Context: an optimization exercise on an open-source flow, tuned for small area, a short achievable clock period and few clock cycles per item. The choices shown serve that exercise and are no tape-out recipe. Only simulation tests tie the RTL to the original design; equivalence was not proved.

## aes256_enc
module aes256_enc (
    input  wire         clk,
    input  wire         rst,         
    input  wire         in_valid,
    output wire         in_ready,
    input  wire [255:0] in_key,
    input  wire [127:0] in_data,
    output wire         out_valid,
    input  wire         out_ready,
    output wire [127:0] out_data
);
For scale: roughly 7,500 cells after synthesis, ~520 I/O pins, roughly 74,000 µm² of cells after synthesis.
export LEC_CHECK = 0
export CAP_MARGIN = 20
export CELL_PAD_IN_SITES_DETAIL_PLACEMENT = 0
export CELL_PAD_IN_SITES_GLOBAL_PLACEMENT = 1
export CORE_MARGIN = 2
export CORE_UTILIZATION = 55
export CTS_CLUSTER_DIAMETER = 100
export CTS_CLUSTER_SIZE = 30
export PLACE_DENSITY = 0.7
export SETUP_SLACK_MARGIN = 4.5
export SLEW_MARGIN = 20
create_clock -name core_clock -period 7.0 [get_ports {clk}]
standard.sh (not shown) runs the stock make flow with config.mk's settings and CLKGATE_MAP_FILE= SYNTH_SCRIPT=/design/flow/synth_recipe.tcl, a recipe that flattens the netlist after the stock synthesis.
==> flow/flow/run.sh <==
#!/bin/bash
# The standard layout, with the port buffers that the placement step inserts
# on every input and output made sky130_fd_sc_hd__buf_2 (the default picks a
# delay cell). Everything else is the standard flow's own flow (standard.sh).
set -euo pipefail
export BUFFER_PORTS_ARGS="-buffer_cell sky130_fd_sc_hd__buf_2"
bash standard.sh > standard.log 2>&1
The starting point finished clean.
Testbench counts at the start, summed over its fixed seeds: cycles 28,912, blocks 2,048.
Then changed:
==> flow/run.sh (new file) <==
#!/bin/bash
# synth_recipe.tcl (not shown) runs the flow's synth.tcl, then flattens the netlist and writes it again
# the make line also repeats each setting of config.mk as NAME=value (left out here)
make -C /OpenROAD-flow-scripts/flow DESIGN_CONFIG=/design/flow/config.mk WORK_HOME=/design/flow/orfs CLKGATE_MAP_FILE= SYNTH_SCRIPT=/design/flow/synth_recipe.tcl finish
- CTS_CLUSTER_DIAMETER: 100 -> default
- CTS_CLUSTER_SIZE: 30 -> default
removed: flow/flow/run.sh
removed: flow/standard.sh
Effect:
- setup slack is worse by 140 ps
- count of clock-buffer cells in the layout rose by 127
- cell area rose by a few percent
- via count rose slightly
- hold slack is better by 3.7 ps
- first-iteration DRC count rose by a few percent
- clock skew fell by 26 ps
Then changed:
==> flow/flow/run.sh (new file) <==
#!/bin/bash
# The standard layout, with the port buffers that the placement step inserts
# on every input and output made sky130_fd_sc_hd__buf_2 (the default picks a
# delay cell). Everything else is the standard flow's own flow (standard.sh).
set -euo pipefail
export BUFFER_PORTS_ARGS="-buffer_cell sky130_fd_sc_hd__buf_2"
bash standard.sh > standard.log 2>&1
==> flow/standard.sh (new file) <==
#!/bin/bash
# synth_recipe.tcl (not shown) runs the flow's synth.tcl, then flattens the netlist and writes it again
# the make line also repeats each setting of config.mk as NAME=value (left out here)
make -C /OpenROAD-flow-scripts/flow DESIGN_CONFIG=/design/flow/config.mk WORK_HOME=/design/flow/orfs CLKGATE_MAP_FILE= SYNTH_SCRIPT=/design/flow/synth_recipe.tcl "${@:-finish}"
- CTS_CLUSTER_DIAMETER: default -> 80
- CTS_CLUSTER_SIZE: default -> 25
- SETUP_SLACK_MARGIN: 4.5 -> 4.3
removed: flow/run.sh
Outcome: Routed wire length goes down by 2.8%; count of clock-buffer cells in the layout is lower by 98; critical path depth does not change; sequential cell count is unchanged; non-clock buffer count goes down by 115.
Then changed:
- CTS_CLUSTER_DIAMETER: 80 -> default
- CTS_CLUSTER_SIZE: 25 -> default
- SETUP_SLACK_MARGIN: 4.3 -> 4.5
What happened: Non-clock buffer count came out higher by 139; sequential share of layout area decreases by 2.1 points; core utilization rose by 4.0 points; critical path depth stays the same; flip-flop and latch count stays the same.
Then changed:
- CTS_CLUSTER_DIAMETER: default -> 80
- CTS_CLUSTER_SIZE: default -> 25
Hold slack loses 3.3 ps.
Clock-buffer cell count drops by 108.
Synthesized cell count is unchanged.
Final cell count drops slightly.

[static timing again, ports no longer ideal]
Ports are ideal in the flow. The routed layouts listed here were re-timed in OpenROAD. Step 1 sets driving cells, clkbuf_16 on the clock port and buf_2 on the other inputs (assumed; they add their load-dependent delay and slew). Step 2 also shifts input and output timing later by t, the mid clock arrival at the registers, as if the neighbouring blocks saw the same clock. a / b / c = no drivers / after step 1 / after step 2; a / b = the first two.
run	t (ns)	setup WS [ns]	worst setup path after step 2	clock arrival spread, ns	cell pins on the clock port's net
the first run	0.805	4.243 / 4.157 / 4.482	register to register	0.052 / 0.052	1
the second run	0.888	4.098 / 4.013 / 4.305	input to register	0.022 / 0.022	1
the third run	0.792	4.013 / 3.927 / 4.292	register to register	0.037 / 0.037	1
the fourth run	0.871	4.204 / 4.116 / 4.458	register to register	0.027 / 0.027	1
the fifth run	0.806	4.266 / 4.180 / 4.473	register to register	0.043 / 0.043	1
After both steps setup and hold are still met in every run listed.
